What follows belongs to an exercise in optimizing a design on an open flow for small area, a short achievable clock period and few clock cycles per item; a production flow would make more cautious choices.
Function was checked by simulation only, so behaviour that the tests miss may differ from the original.

## flow/design.v (module list and top-level ports; edited modules follow where they fit)
// module rs_encoder: 874 lines
// module rs_cw_check: 704 lines
// module dmc_line_decoder: 94 lines
module dmc_line_decoder (
    input  wire         clk,
    input  wire         rst,           
    input  wire         in_valid,
    output wire         in_ready,
    input  wire [639:0] in_line,       
    output reg          out_valid,
    output reg  [511:0] out_data,      
    output reg  [127:0] out_check,     
    output reg  [1:0]   out_class,     
    output reg  [4:0]   out_dev        
);
  // ...
==> flow/flow/run.sh <==
#!/bin/bash
# Layout flow: the standard flow's synthesis with an area-oriented ABC mapping script
# (flow/synth.tcl, flow/abc.script), then the standard layout with the port
# buffers made from PORT_BUF cells and timing repair asked to leave setup
# slack of SETUP_MARGIN ns at the design's clock period, so that it sizes and
# buffers the logic for a shorter achieved period. flow/params.sh may change
# these settings. Each step writes its output to a log of its own.
set -uo pipefail
SETUP_MARGIN=24
SLEWCAP=40
PORT_BUF=sky130_fd_sc_hd__buf_2
EXTRA=()
if [[ -f flow/params.sh ]]; then source flow/params.sh; fi
export FLOW_ABC_SCRIPT=$PWD/flow/abc.script
export FLOW_ABC_D_PS=6000
bash standard.sh SYNTH_SCRIPT=$PWD/flow/synth.tcl synth > synth.log 2>&1 || exit 1
bash standard.sh "BUFFER_PORTS_ARGS=-buffer_cell $PORT_BUF" \
    SETUP_SLACK_MARGIN=$SETUP_MARGIN SLEW_MARGIN=$SLEWCAP CAP_MARGIN=$SLEWCAP \
    "${EXTRA[@]}" finish > layout.log 2>&1
==> flow/flow/abc.script <==
&get -n
&st
&dch
&nf -R 1000
&put
topo
stime -c
==> flow/flow/params.sh <==
PORT_BUF=sky130_fd_sc_hd__buf_1
EXTRA=(CORE_UTILIZATION=50)
==> flow/flow/synth.tcl <==
# The standard flow's synthesis script (synth_recipe.tcl), with ABC's technology mapping
# run from abc.script beside this file, at a delay target of ABC_D_PS.
# Everything else, registers included, is as in the standard synthesis.
proc synth {args} { yosys synth -nofsm -noshare {*}$args }
proc abc {args} {
  set i [lsearch -exact $args -script]
  if { $i >= 0 } { lset args [expr {$i + 1}] $::env(FLOW_ABC_SCRIPT) }
  set j [lsearch -exact $args -D]
  if { $j >= 0 } { lset args [expr {$j + 1}] $::env(FLOW_ABC_D_PS) }
  yosys abc {*}$args
}
source $::env(SCRIPTS_DIR)/synth.tcl
# left out here: clear keep_hierarchy, flatten, clean up, hide names made inside functions, write 1_2_yosys.v
==> flow/standard.sh <==
#!/bin/bash
# synth_recipe.tcl (not shown) runs the flow's synth.tcl, then flattens the netlist and writes it again
# the make line also repeats each setting of config.mk as NAME=value (left out here)
make -C /OpenROAD-flow-scripts/flow DESIGN_CONFIG=/design/flow/config.mk WORK_HOME=/design/flow/orfs CLKGATE_MAP_FILE= SYNTH_SCRIPT=/design/flow/synth_recipe.tcl "${@:-finish}"
==> flow/config.mk <==
export PLATFORM = sky130hd
export DESIGN_NAME = dmc_line_decoder
export DESIGN_NICKNAME = dmc_line_decoder
export VERILOG_FILES = /design/flow/design.v
export SDC_FILE = /design/flow/constraint.sdc
export NUM_CORES = 4
export LEC_CHECK = 0
export CAP_MARGIN = 20
export CORE_MARGIN = 2
export CORE_UTILIZATION = 40
export SLEW_MARGIN = 20
==> flow/constraint.sdc <==
create_clock -name core_clock -period 32.0 [get_ports {clk}]
set_input_delay 6.4000 -clock core_clock [delete_from_list [all_inputs] [get_ports {clk}]]
set_output_delay 6.4000 -clock core_clock [all_outputs]
set_load 0.01 [all_outputs]
==> flow_summary.yaml, run 1 <==
outcome:
  outcome: "complete, no violations"
clock_tree:
  path_clk_slew_ns: 0.07
  cts_sinks: 1417
  cts_buffers: 145
  cts-resized-gates: 499
logic_synthesis:
  synth_top_cell_by_area: "xnor2_1"
  synth_edf_count: 0
  yosys.area_share.simple_pct: 7.82
finish:
  seq_area_mm2: 0.0284
  num-nonclk-inverters: 45
  nonClkBufAreaFrac_pct: 7.22
  seq_share_pct: 24.7
  drive_gt1_share_pct: 15.0
  regMostFlops: "line"
  finalInstanceArea_mm2: 0.115
  area_growth_syn_to_layout_pct: 28.0
  utilization_pct: 64.4
critical_path:
  crit_family: "XOR/XNOR gates"
  crit_chain: "buf_2 -> xor2_2 -> xnor2_2 -> xor2_1 -> xnor2_1 -> xnor2_1 -> xnor3_1"
  cp.arrival_ns: 8.82
  reg2reg_from: "rem[114]$_DFF_P_"
  worst_setup_path_end_kind: "register"
  critPathBufInv: 1
  cp.depth: 7
floorplan:
  die-area_mm2: 0.183
  die_h_um: 428
  initial_utilization_pct: 50.3
drt:
  wl_met1_um: 170000
job:
  max-cap-violations: 0
global_route:
  overflow: 0
timing:
  worstMarginPinSlew_ns: 0.977
  setup_viol_count_final: 0
  finalCriticalPeriod_ns: 8.14
  fmax_mhz: 123
  slew_violations: 0
Testbench counts, summed over its fixed seeds: cycles 16,016, items 16,000.
==> inputs of run 2 (changes only) <==
==> flow/flow/params.sh (replaced) <==
PORT_BUF=sky130_fd_sc_hd__buf_1
EXTRA=(CORE_UTILIZATION=50 "CTS_BUF_LIST=sky130_fd_sc_hd__clkbuf_8" REMOVE_ABC_BUFFERS=1)
==> flow_summary.yaml, run 2 <==
timing:
  fin_skew_ns: 0.0883
  fmax_mhz: 123
  finalHoldWorstSlack_ns: 0.389
  slew_violations: 3
  relSlewSlack_pct: -16.6
  rsz0062_at_grt: "true"
  fin_crit_sh_pct: 25.4
  setup_viol_count_final: 0
  worstMarginPinSlew_ns: 1.73
  setup_tns_ns: 0
  finalCriticalPeriod_ns: 8.14
  hold_viol: 0
logic_synthesis:
  synthCells: 9301
  syn_area_mm2: 0.0897
  synthTopCellsByArea: "xnor2_1 (45%), dfxtp_1 (32%), xor2_1 (13%)"
  synth_top_area_share_pct: 44.5
  async_flop_share_pct: 0
  yosysWarningCount: 1
  synth_top_cell_by_area: "xnor2_1"
  ys_types: 48
  synth_common_cells: "xnor2_1 (4560), dfxtp_1 (1417), xor2_1 (1309), nand2_1 (805), nor2_1 (458)"
  synth.yosys.seq_area_share_pct: 31.6
  synthFlopType: "dfxtp_1"
  ys_ff_latch: 1417
  synth_edf_count: 0
  yosysMostFrequentCell: "xnor2_1"
  syn_avg_cell_area_um2: 9.65
clock_tree:
  h-tree-depth: 4
  path_clk_slew_ns: 0.07
  cts_sinks: 1417
  insertion_delay_ns: 1.06
  cts_tree: "yes"
  cts.path.max_buffers: 3
  clockRootBuffer: "clkbuf_8"
  cts_buffers: 218
floorplan:
  fp.dieW_um: 428
  die_h_um: 428
  initial_utilization_pct: 50.3
  die-area_mm2: 0.183
  coreArea_mm2: 0.178
  num_rows: 155
  io_pins: 1292
min_path:
  min_to: "out_check[76]$_DFF_P_"
  whs_path_depth: 1
  hp-start: "line[460]$_DFF_P_"
  hold_path.class: "reg2reg"
critical_path:
  cp.arrival_ns: 9.05
  worst_setup_path_end_kind: "register"
  path_class: "in2reg"
  ff2ff_path_depth: 21
  cp-start-kind: "input pin"
  crit_fanout: 4
  reg2reg_from: "rem[26]$_DFF_P_"
  r2r_end: "out_data[276]$_DFF_P_"
  critPathRequiredTime_ns: 32.91
  rrSetupSlack_ns: 23.92
finish:
  nets: 11727
  largest_reg_flops: 640
  final_cell_mix: "xnor2_1 (4190), dfxtp_1 (1364), xor2_1 (1130)"
  drive_gt1_share_pct: 13.9
  reg.largest.list: "line x640, out_data x512"
  finalNonFillerCells: 13624
  final_common_cell: "xnor2_1"
  regMostFlops: "line"
  area_growth_syn_to_layout_pct: 23.2
global_route:
  overflow: 0
  grt_pass1_wl_um: 599000
  grt_max_degree: 66
  met1_usage_pct: 58.9
  antenna_found_initial: 25
  grt.met2_usage_pct: 70.2
  grt_usage_pct: 46.8
  grt_pass1_vias: 76249
  met3_usage_pct: 13.1
  grt_busiest_layer: "met2"
outcome:
  outcome: "finished with violations"
  failed_checks: "capacitance limit, slew limit"
placed_design:
  place.gp.congestion: 1.12
  dp_hpwl_um: 354000
  place_inst: 13172
  io_buffers: 1290
drt:
  first_iter_violations: 10405
  vias: 78053
  drt-pass1-iter-count: 9
  routedWlPerCell_um: 32.8
  routed_wl_um: 447000
  drc: 0
  detail-route-antenna-nets: 0
  vias_per_cell: 5.73
job:
  max-cap-violations: 1
## run 2: cell counts after synthesis
No cell type changed its count.
## run 2: per-stage QoR
step           area (um2)  setup slack, ns  utilization (%)
6_report           111000            23.86             61.9
4_1_cts            108000            23.92             60.7
3_3_place_gp        99800            20.64             55.9
3_5_place_dp       101000            22.16             56.4
5_1_grt            110000            23.94             61.9
2_1_floorplan       89700            19.94                -
## run 2: worst max-delay path: stages
cell,delay (ns)
buf_1,0.44
xor2_2,0.51
xor2_1,0.32
xnor2_1,0.14
xnor2_1,0.36
xnor2_1,0.17
xnor2_1,0.40
xnor3_1,0.29
## run 2: repair_timing
| action | 4_1_cts | 5_1_grt |
|---|---|---|
| gates cloned | 1 | 2 |
| setup endpoints to repair | 945 | 473 |
| resized for setup | 623 | 302 |
| endpoints found under the hold margin | 0 | 0 |
| buffers inserted | 11 | 18 |
| hold buffers | 0 | 0 |
| pin swaps | 15 | 13 |
## run 2: kinds of logic (layout without fill, tap and decap cells)
group	count (synthesis)	after routing	synth area share (%)
AOI/OAI and AO/OA	290	290	2.20
xor gates and xnor gates	5894	5894	57.9
adders and majority gates	15	15	0.209
buffers and inverters	46	1993	0.197
DFF	1417	1417	31.6
muxes	3	3	0.0335
other	1	19	0.00418
and+or+nand+nor	1635	1638	7.82
## run 2: area by class of cell
cell class              count  area (um2)
fillers                 15156       67900
clock buffers             270        3720
inverters                  45         198
multi-input cells        7841       66500
repair buffers           1546        7520
clock inverters           132        1140
flip-flops and latches   1417       28500
well taps                2355        2950
diodes                     18        45.0
## run 2: worst max path at each step
stage	from	slack [ns]	endpoint
after detailed placement	in_line[516]	22.16	rem[114]$_DFF_P_
after floorplan	rem[60]$_DFF_P_	19.94	out_check[0]$_DFF_P_
after global routing	out_check[70]$_DFF_P_	23.94	out_check[70]
after CTS	out_check[70]$_DFF_P_	23.92	out_check[70]
after global placement	rem[60]$_DFF_P_	20.64	out_check[1]$_DFF_P_
final	in_line[372]	23.86	rem[79]$_DFF_P_
## run 2: per-layer routing
metal | vias up | wire (um)
met4 | 6 | 36500
met2 | 5846 | 191000
met3 | 1628 | 52000
met5 | - | 59
met1 | 37749 | 168000
li1 | 32824 | -
==> inputs of run 3 (changes only) <==
==> flow/flow/run.sh (replaced) <==
#!/bin/bash
# Layout flow: the standard synthesis (standard.sh synth, unchanged),
# then the standard layout with the port
# buffers made from PORT_BUF cells and timing repair asked to leave setup
# slack of SETUP_MARGIN ns at the design's clock period, so that it sizes and
# buffers the logic for a shorter achieved period. flow/params.sh may change
# these settings. Each step writes its output to a log of its own.
set -uo pipefail
SETUP_MARGIN=24
SLEWCAP=40
PORT_BUF=sky130_fd_sc_hd__buf_2
EXTRA=()
if [[ -f flow/params.sh ]]; then source flow/params.sh; fi
bash standard.sh synth > synth.log 2>&1 || exit 1
bash standard.sh "BUFFER_PORTS_ARGS=-buffer_cell $PORT_BUF" \
    SETUP_SLACK_MARGIN=$SETUP_MARGIN SLEW_MARGIN=$SLEWCAP CAP_MARGIN=$SLEWCAP \
    "${EXTRA[@]}" finish > layout.log 2>&1
==> flow/flow/params.sh (replaced) <==
PORT_BUF=sky130_fd_sc_hd__buf_1
EXTRA=(CORE_UTILIZATION=50)
removed: flow/flow/abc.script
removed: flow/flow/synth.tcl
==> flow_summary.yaml, run 3 <==
logic_synthesis:
  synth_common_cells: "xnor2_1 (4463), dfxtp_1 (1417), xor2_1 (1017), nor2_1 (476), nand3_1 (467)"
  synthFlopType: "dfxtp_1"
  synth.area.mux_share_pct: 0.462
  yosysMostFrequentCell: "xnor2_1"
  yosys.area_share.simple_pct: 9.38
  ys_types: 86
  synth.yosys.seq_area_share_pct: 28.8
  synth_edf_count: 0
  synthTopCellsByArea: "xnor2_1 (40%), dfxtp_1 (29%), xor2_1 (9.0%)"
  synth_top_area_share_pct: 39.7
  synthCells: 10160
  ys_ff_latch: 1417
  syn_avg_cell_area_um2: 9.70
  syn_area_mm2: 0.0986
  synth_adder_area_share_pct: 0.190
  synth_top_family_by_area: "XOR/XNOR gates"
  synth_top_cell_by_area: "xnor2_1"
  synth-xor-area-share_pct: 56.2
  synth_compound_area_share_pct: 2.56
  async_flop_share_pct: 0
  yosysWarningCount: 1
critical_path:
  rrSetupSlack_ns: 24.08
  ff2ff_path_depth: 22
  crit_chain: "buf_2 -> xor2_4 -> xnor2_1 -> xnor2_1 -> xor2_1 -> xnor2_1 -> xnor2_1 -> xnor2_1"
  cp-start-kind: "input pin"
  critPathMostFrequentCell: "xnor2_1"
  reg2reg_from: "rem[84]$_DFF_P_"
  critical-path-max-stage-delay_ns: 0.58
  path_class: "in2reg"
  critPathSlowestCell: "xor2_4"
  cp.arrival_ns: 8.98
  r2r_end: "out_data[324]$_DFF_P_"
  critPathRequiredTime_ns: 32.68
  crit_fanout: 4
  worst_setup_path_end_kind: "register"
timing:
  rsz0062_at_grt: "true"
  fmax_mhz: 120
  hold_viol: 0
  slew_violations: 0
  setup_viol_count_final: 0
  fin_crit_sh_pct: 26.0
  finalCriticalPeriod_ns: 8.30
  relSlewSlack_pct: 35.1
  worstMarginPinSlew_ns: 0.973
  setup_tns_ns: 0
  fin_skew_ns: 0.0812
clock_tree:
  cts_tree: "yes"
  cts_buffers: 145
  insertion_delay_ns: 0.87
  cts.path.max_buffers: 3
  path_clk_slew_ns: 0.06
  cts_sinks: 1417
  clockRootBuffer: "clkbuf_16"
  h-tree-depth: 4
job:
  max-cap-violations: 0
finish:
  nets: 12032
  utilization_pct: 61.6
  final_cell_mix: "xnor2_1 (4030), dfxtp_1 (1399), buf_1 (1020)"
  drive_gt1_share_pct: 14.2
  final_common_cell: "xnor2_1"
  reg.largest.list: "line x640, out_data x512"
  regMostFlops: "line"
  largest_reg_flops: 640
  area_growth_syn_to_layout_pct: 22.0
outcome:
  outcome: "complete, no violations"
drt:
  routed_wl_um: 510000
  vias_per_cell: 6.01
  vias: 84959
  detail-route-antenna-nets: 0
  first_iter_violations: 12703
  drt-pass1-iter-count: 8
  drc: 0
  routedWlPerCell_um: 36.1
floorplan:
  initial_utilization_pct: 50.4
  fp.dieW_um: 448
  io_pins: 1292
  num_rows: 162
  die-area_mm2: 0.201
  die_h_um: 448
  coreArea_mm2: 0.195
min_path:
  whs_path_depth: 1
  hp-start: "line[513]$_DFF_P_"
  min_to: "out_data[417]$_DFF_P_"
  hold_path.class: "reg2reg"
global_route:
  antenna_found_initial: 55
  grt_max_degree: 101
  grt_pass1_wl_um: 676000
  overflow: 0
  grt_pass1_vias: 81299
  grt_usage_pct: 49.0
placed_design:
  dp_hpwl_um: 405000
  place.gp.congestion: 1.21
  io_buffers: 1290
## run 3: metrics by stage
| step | hold WS [ns] | setup slack (ns) | instances | cell area (um2) |
|---|---|---|---|---|
| final | 0.371 | 23.70 | 14127 | 120000 |
| after global routing | 0.393 | 23.91 | 14116 | 120000 |
| after CTS | 0.372 | 23.79 | 14059 | 118000 |
| after detailed placement | 0.414 | 22.33 | 13787 | 111000 |
| after global placement | 0.412 | 22.18 | 13776 | 110000 |
| after floorplan | 0.409 | 23.82 | 10160 | 102000 |
## run 3: logic make-up after synthesis
logic type,after synthesis
XOR/XNOR,5817
flip-flops,1417
multiplexers,45
adder cells (fa/ha/maj),15
AND/OR/NAND/NOR,1892
other,1
AO/OA/AOI/OAI,394
buffers and inverters,579
## run 3: repair_timing
item | in CTS | in global routing
pin swaps | 13 | 28
gates cloned | 0 | 0
gates resized for setup | 354 | 272
hold buffers | 0 | 0
buffers inserted | 16 | 47
setup endpoints to repair | 774 | 361
## run 3: layer usage
metal	vias up	track usage [%]	wire, um
li1	34878	-	-
met1	41181	60.4	183000
met2	7016	71.2	212000
met3	1862	15.3	65400
met4	22	37.3	48300
met5	-	0.216	227
## run 3: final cells by class
type	instances	area [um2]
fillers	16313	75100
well taps	2624	3280
inverters	32	125
clock inverters	63	956
clock buffers	193	4150
repair buffers	1614	7950
diodes	20	50.0
multi-input cells	8164	75400
flip-flops and latches	1417	28400
## run 3: worst max-delay path by stage
stage / start / endpoint / slack (ns) / cells past startpoint
final: in_line[518] / rem[111]$_DFF_P_ / 23.70 / 8
after global placement: in_line[19] / rem[4]$_DFF_P_ / 22.18 / 9
after detailed placement: in_line[19] / rem[4]$_DFF_P_ / 22.33 / 9
after floorplan: in_line[79] / rem[5]$_DFF_P_ / 23.82 / 9
after CTS: in_line[118] / rem[4]$_DFF_P_ / 23.79 / 9
after global routing: in_line[518] / rem[111]$_DFF_P_ / 23.91 / 8
## run 3: worst max-delay path, delay by kind of cell
kind | cells | cell delay [ns]
XOR/XNOR | 7 | 2.19
buffers and inverters | 1 | 0.33
==> inputs of run 4 (changes only) <==
==> flow/flow/run.sh (replaced) <==
#!/bin/bash
# Layout flow. Synthesis: SYNTH=own runs the standard flow's synthesis script with an
# area-oriented ABC mapping (flow/synth.tcl, flow/abc.script); SYNTH=standard
# runs the standard synthesis unchanged. Layout: the standard layout, with the
# port buffers made from PORT_BUF cells and timing repair asked to leave
# setup slack of SETUP_MARGIN ns at the design's clock period, so that it
# sizes and buffers the logic for a shorter achieved period. After each try,
# flow/check.tcl counts max-slew and max-capacitance violations on the final
# layout; if there are any, global and detailed routing run again with
# larger repair margins. flow/params.sh may change these settings.
# Each step writes its output to a log of its own.
set -uo pipefail
SYNTH=standard
SETUP_MARGIN=24
SLEWCAP=40
PORT_BUF=sky130_fd_sc_hd__buf_1
EXTRA=()
if [[ -f flow/params.sh ]]; then source flow/params.sh; fi
export RESULTS=$PWD/orfs/results/sky130hd/dmc_line_decoder/base
if [[ $SYNTH == own ]]; then
  export FLOW_ABC_SCRIPT=$PWD/flow/abc.script
  export FLOW_ABC_D_PS=6000
  bash standard.sh SYNTH_SCRIPT=$PWD/flow/synth.tcl synth > synth.log 2>&1 || exit 1
else
  bash standard.sh synth > synth.log 2>&1 || exit 1
fi
try=0
for sc in $SLEWCAP 60 80; do
  try=$((try + 1))
  if (( try > 1 )); then
    bash standard.sh clean_route clean_finish > clean_$try.log 2>&1
  fi
  bash standard.sh "BUFFER_PORTS_ARGS=-buffer_cell $PORT_BUF" \
      SETUP_SLACK_MARGIN=$SETUP_MARGIN SLEW_MARGIN=$sc CAP_MARGIN=$sc \
      "${EXTRA[@]}" finish > layout_$try.log 2>&1 || continue
  openroad -no_init -exit flow/check.tcl > check_$try.log 2>&1
  if grep -q "^CHECK slew 0 cap 0 " check_$try.log; then break; fi
done
==> flow/flow/check.tcl (new file) <==
# Counts max-slew and max-capacitance violations and prints the worst setup
# slack of ORFS's final layout, with its own extracted parasitics.
read_db $::env(RESULTS)/6_final.odb
read_liberty $::env(FLOW_HOME)/platforms/sky130hd/lib/sky130_fd_sc_hd__tt_025C_1v80.lib
read_sdc $::env(RESULTS)/6_final.sdc
read_spef $::env(RESULTS)/6_final.spef
set_propagated_clock [all_clocks]
puts "CHECK slew [sta::max_slew_violation_count] cap [sta::max_capacitance_violation_count] setup_ws [worst_slack -max]"
==> flow/flow/params.sh (replaced) <==
SYNTH=standard
SETUP_MARGIN=24.4
EXTRA=(CORE_UTILIZATION=50 "CTS_BUF_LIST=sky130_fd_sc_hd__clkbuf_8" REMOVE_ABC_BUFFERS=1)
==> flow_summary.yaml, run 4 <==
timing:
  setup_viol_count_final: 0
  slew_violations: 0
  fin_crit_sh_pct: 24.9
  fin_skew_ns: 0.0799
  fmax_mhz: 125
  setup_tns_ns: 0
  relSlewSlack_pct: 37.1
  rsz0062_at_grt: "true"
  finalHoldWorstSlack_ns: 0.364
  worstMarginPinSlew_ns: 0.944
  finalCriticalPeriod_ns: 7.98
  hold_viol: 0
min_path:
  hold_path.class: "reg2reg"
  whs_path_depth: 1
  hp-start: "line[498]$_DFF_P_"
  min_to: "out_data[402]$_DFF_P_"
global_route:
  grt_pass1_vias: 82384
  grt_max_degree: 76
  grt_usage_pct: 47.7
  overflow: 0
  grt_pass1_wl_um: 666000
  antenna_found_initial: 38
finish:
  reg.largest.list: "line x640, out_data x512"
  regMostFlops: "line"
  largest_reg_flops: 640
  drive_gt1_share_pct: 27.7
  fill_cells: 15346
  finalNonFillerCells: 14410
  area_growth_syn_to_layout_pct: 30.0
  nets: 12252
  final_cell_mix: "xnor2_1 (3924), dfxtp_1 (907), xor2_1 (753)"
  finalInstanceArea_mm2: 0.128
  final_common_cell: "xnor2_1"
logic_synthesis:
  yosysMostFrequentCell: "xnor2_1"
  synthFlopType: "dfxtp_1"
  ys_types: 86
  synthTopCellsByArea: "xnor2_1 (40%), dfxtp_1 (29%), xor2_1 (9.0%)"
  synth_edf_count: 0
  synth_top_cell_by_area: "xnor2_1"
  synth.yosys.seq_area_share_pct: 28.8
  synth_top_area_share_pct: 39.7
  syn_avg_cell_area_um2: 9.70
  syn_area_mm2: 0.0986
  synth_common_cells: "xnor2_1 (4463), dfxtp_1 (1417), xor2_1 (1017), nor2_1 (476), nand3_1 (467)"
  synthCells: 10160
  yosysWarningCount: 1
  ys_ff_latch: 1417
  async_flop_share_pct: 0
clock_tree:
  cts_sinks: 1417
  h-tree-depth: 4
  path_clk_slew_ns: 0.07
  cts_tree: "yes"
  insertion_delay_ns: 1.07
  holdBufCountCts: 0
  clockRootBuffer: "clkbuf_8"
  cts.path.max_buffers: 3
  cts_buffers: 222
critical_path:
  critical-path-max-stage-delay_ns: 0.41
  r2r_end: "out_data[267]$_DFF_P_"
  cp-start-kind: "register"
  rrSetupSlack_ns: 24.38
  critPathRequiredTime_ns: 25.60
  reg2reg_from: "rem[31]$_DFF_P_"
  critPathSlowestCell: "dfxtp_4"
  crit_chain: "buf_6"
  ff2ff_path_depth: 21
  path_class: "reg2out"
  crit_fanout: 1
  cp.arrival_ns: 1.58
  crit_family: "flip-flops"
  worst_setup_path_end_kind: "output port"
  critPathBufInv: 1
drt:
  detail-route-antenna-nets: 0
  drc: 0
  vias: 86125
  drt-pass1-iter-count: 6
  routedWlPerCell_um: 34.7
  routed_wl_um: 501000
  vias_per_cell: 5.98
  first_iter_violations: 13014
placed_design:
  dp_hpwl_um: 381000
  place_inst: 13830
  io_buffers: 1290
  place_area_mm2: 0.108
  place.gp.congestion: 1.13
floorplan:
  fp.dieW_um: 448
  initial_utilization_pct: 50.4
  die_h_um: 448
  num_rows: 162
  io_pins: 1292
  die-area_mm2: 0.201
  coreArea_mm2: 0.195
job:
  max-cap-violations: 0
outcome:
  outcome: "complete, no violations"
## run 4: cell counts after synthesis
Identical to the previous run, type by type.
## run 4: kinds of logic after synthesis
kind of cell | Yosys count | synth area share (%)
other | 1 | 0.00380
adders and majority gates | 15 | 0.190
DFF | 1417 | 28.8
muxes | 45 | 0.462
and+or+nand+nor | 1892 | 9.38
xor gates and xnor gates | 5817 | 56.2
buffers and inverters | 579 | 2.40
AOI/OAI and AO/OA | 394 | 2.56
## run 4: routing by layer
layer | GRT usage (%) | routed length, um
met5 | 0 | 124
met1 | 62.0 | 186000
met4 | 27.7 | 36700
met2 | 70.1 | 211000
met3 | 14.5 | 66600
## run 4: cell type report
cell class                 instances  area, um2  share of cell area [%]
antenna                           17       42.5                  0.0332
clock buffer                     275       3780                    2.95
clock inverter                   124       1030                   0.802
inverter                          32        135                   0.105
multi-input combinational       8165      77600                    60.6
sequential                      1417      29000                    22.7
tap                             2624       3280                    2.56
timing repair buffer            1756      13200                    10.3
## run 4: worst max-delay path by stage
stage	startpoint	endpoint	slack, ns	cells after the start
after CTS	out_data[509]$_DFF_P_	out_data[509]	23.99	1
after floorplan	rem[122]$_DFF_P_	out_data[104]$_DFF_P_	19.50	17
after global routing	out_data[509]$_DFF_P_	out_data[509]	23.99	1
final	out_data[509]$_DFF_P_	out_data[509]	24.02	1
after global placement	rem[106]$_DFF_P_	out_data[349]$_DFF_P_	21.23	20
after detailed placement	in_line[502]	rem[109]$_DFF_P_	22.19	8
## run 4: metrics by stage
step / util [%] / worst slack (ns)
floorplan: - / 19.50
global placement: 54.9 / 21.23
detailed placement: 55.5 / 22.19
CTS: 62.9 / 23.99
global route: 65.6 / 23.99
finish: 65.6 / 24.02
## run 4: timing repair
item	4_1_cts	5_1_grt
resized for setup	2360	736
endpoints found under the setup margin	1420	1148
setup buffers	60	99
gates cloned	4	0
pin swaps	51	84
==> inputs of run 5 (changes only) <==
==> flow/flow/params.sh (replaced) <==
SYNTH=standard
EXTRA=(CORE_UTILIZATION=50 "CTS_BUF_LIST=sky130_fd_sc_hd__clkbuf_8" REMOVE_ABC_BUFFERS=1)
==> flow_summary.yaml, run 5 <==
timing:
  setup_viol_count_final: 0
  setup_tns_ns: 0
  rsz0062_at_grt: "true"
  worstMarginPinSlew_ns: 0.970
  fmax_mhz: 123
  hold_viol: 0
  fin_crit_sh_pct: 25.4
  slew_violations: 0
  relSlewSlack_pct: 34.9
  fin_skew_ns: 0.0861
  finalCriticalPeriod_ns: 8.13
drt:
  drt-pass1-iter-count: 10
  first_iter_violations: 12928
  drc: 0
  vias_per_cell: 5.93
  detail-route-antenna-nets: 0
  vias: 84640
  routed_wl_um: 490000
  routedWlPerCell_um: 34.3
global_route:
  met3_usage_pct: 13.0
  grt.met2_usage_pct: 69.3
  grt_busiest_layer: "met2"
  grt_max_degree: 104
  overflow: 0
  grt_pass1_vias: 80336
  antenna_found_initial: 35
  grt_usage_pct: 46.9
  grt_pass1_wl_um: 654000
  met1_usage_pct: 62.0
clock_tree:
  cts_tree: "yes"
  path_clk_slew_ns: 0.07
  holdBufCountCts: 0
  cts.path.max_buffers: 3
  insertion_delay_ns: 1.08
  h-tree-depth: 4
  cts_buffers: 222
  cts_sinks: 1417
  clockRootBuffer: "clkbuf_8"
logic_synthesis:
  async_flop_share_pct: 0
  synthCells: 10160
  yosysMostFrequentCell: "xnor2_1"
  synthTopCellsByArea: "xnor2_1 (40%), dfxtp_1 (29%), xor2_1 (9.0%)"
  synth_common_cells: "xnor2_1 (4463), dfxtp_1 (1417), xor2_1 (1017), nor2_1 (476), nand3_1 (467)"
  synthFlopType: "dfxtp_1"
  synth_top_cell_by_area: "xnor2_1"
  synth_edf_count: 0
  ys_types: 86
  synth_top_area_share_pct: 39.7
  synth.yosys.seq_area_share_pct: 28.8
  syn_avg_cell_area_um2: 9.70
  yosysWarningCount: 1
  syn_area_mm2: 0.0986
  ys_ff_latch: 1417
critical_path:
  critical-path-max-stage-delay_ns: 0.50
  cp-start-kind: "input pin"
  worst_setup_path_end_kind: "register"
  crit_fanout: 4
  cp.arrival_ns: 9.02
  critPathSlowestCell: "buf_1"
  path_class: "in2reg"
  critPathRequiredTime_ns: 32.89
  crit_chain: "buf_1 -> xor2_1 -> buf_4 -> xnor2_2 -> xor2_1 -> xnor2_2 -> xor2_1 -> xnor2_1 -> xnor2_1 -> xnor2_1"
floorplan:
  die_h_um: 448
  io_pins: 1292
  coreArea_mm2: 0.195
  initial_utilization_pct: 50.4
  fp.dieW_um: 448
  die-area_mm2: 0.201
  num_rows: 162
placed_design:
  dp_hpwl_um: 381000
  place_area_mm2: 0.108
  place_inst: 13830
  io_buffers: 1290
  place.gp.congestion: 1.13
finish:
  fill_cells: 16979
  finalInstanceArea_mm2: 0.117
  area_growth_syn_to_layout_pct: 18.6
  largest_reg_flops: 640
  final_common_cell: "xnor2_1"
  final_cell_mix: "xnor2_1 (4183), dfxtp_1 (1380), buf_1 (1014)"
  finalNonFillerCells: 14275
  nets: 12115
  drive_gt1_share_pct: 13.3
  regMostFlops: "line"
  reg.largest.list: "line x640, out_data x512"
min_path:
  hold_path.class: "reg2reg"
job:
  max-cap-violations: 0
outcome:
  outcome: "complete, no violations"
==> run 5: cell count changes in the layout (fill, tap and decap cells not counted), sizes merged <==
cell,delta
bufbuf,-3
clkinvlp,-1
inv,-1
clkbuf,-42
clkdlybuf4s15,-1
clkinv,+2
diode,+2
buf,-91
==> run 5: area by class of cell <==
cell class                 count  area (um2)  share of cell area [%]
clock inverter               124        1030                   0.879
multi-input combinational   8165       72200                    61.7
sequential                  1417       28400                    24.3
antenna                       19        47.5                  0.0407
timing repair buffer        1619        8000                    6.85
clock buffer                 275        3780                    3.24
tap                         2624        3280                    2.81
inverter                      32         125                   0.107
==> run 5: what timing repair did <==
item                                   in CTS  in global routing
setup endpoints to repair                 883                434
endpoints found under the hold margin       0                  0
pin swaps                                  10                  5
gates cloned                                1                  2
resized for setup                         505                190
setup buffers                              13                 11
==> run 5: routing by layer <==
layer	up-vias	wire, um
met2	6826	206000
met1	41186	188000
met3	1551	62500
li1	35061	-
met4	16	33000
met5	-	187
==> run 5: cells by family after synthesis <==
kind of cell | after synthesis | share of synthesized area, %
xor gates and xnor gates | 5817 | 56.2
buffers and inverters | 579 | 2.40
adders and majority gates | 15 | 0.190
DFF | 1417 | 28.8
other | 1 | 0.00380
AOI/OAI and AO/OA | 394 | 2.56
and+or+nand+nor | 1892 | 9.38
muxes | 45 | 0.462
==> run 5: final timing paths <==
path / from / to / slack (ns) / depth (start not counted)
worst min-delay path: line[498]$_DFF_P_ / out_data[402]$_DFF_P_ / 0.38 / 1
worst max-delay path: in_line[335] / rem[85]$_DFF_P_ / 23.87 / 10
worst min register to register: line[498]$_DFF_P_ / out_data[402]$_DFF_P_ / 0.38 / 1
worst max register to register: rem[21]$_DFF_P_ / out_data[8]$_DFF_P_ / 23.95 / 24
==> run 5: stage by stage <==
stage / hold slack, ns / worst slack [ns] / util, %
2_1_floorplan: 0.409 / 19.50 / -
3_3_place_gp: 0.412 / 21.23 / 54.9
3_5_place_dp: 0.415 / 22.19 / 55.5
4_1_cts: 0.374 / 23.95 / 59.0
5_1_grt: 0.388 / 23.87 / 59.8
6_report: 0.379 / 23.87 / 59.8
==> run 5: critical path, delay by kind of cell <==
family | cells | cell delay [ns]
buf+inv | 2 | 0.71
xor+xnor | 8 | 1.87

-- separate check: timing with driven ports --
In the flow no input, the clock included, has a driving cell. The finished layouts below were timed again as built, in two steps. Step 1 sets driving cells, clkbuf_16 on the clock port and buf_2 on the other inputs (assumed; they add their load-dependent delay and slew). Step 2, shift: input delay + t, output delay - t, t = (earliest + latest rising clock arrival at the registers) / 2. This alone moves slack from input paths to output paths. a / b / c = ideal ports / drivers / drivers and shift; a / b = the first two.
| run | t, ns | slack for setup (ns) | cell pins on the clock port's net |
|---|---|---|---|
| run 1 | 0.929 | 23.862 / 23.931 / 23.001 | 1 |
| run 2 | 1.127 | 23.861 / 23.875 / 22.818 | 1 |
| run 3 | 0.925 | 23.696 / 23.757 / 22.832 | 1 |
| run 4 | 1.127 | 24.017 / 23.917 / 23.225 | 1 |
| run 5 | 1.138 | 23.872 / 23.902 / 22.765 | 1 |
The setup slack of run 5, which loses most, moves by +0.030 ns with the drivers and by -1.107 ns with both steps.
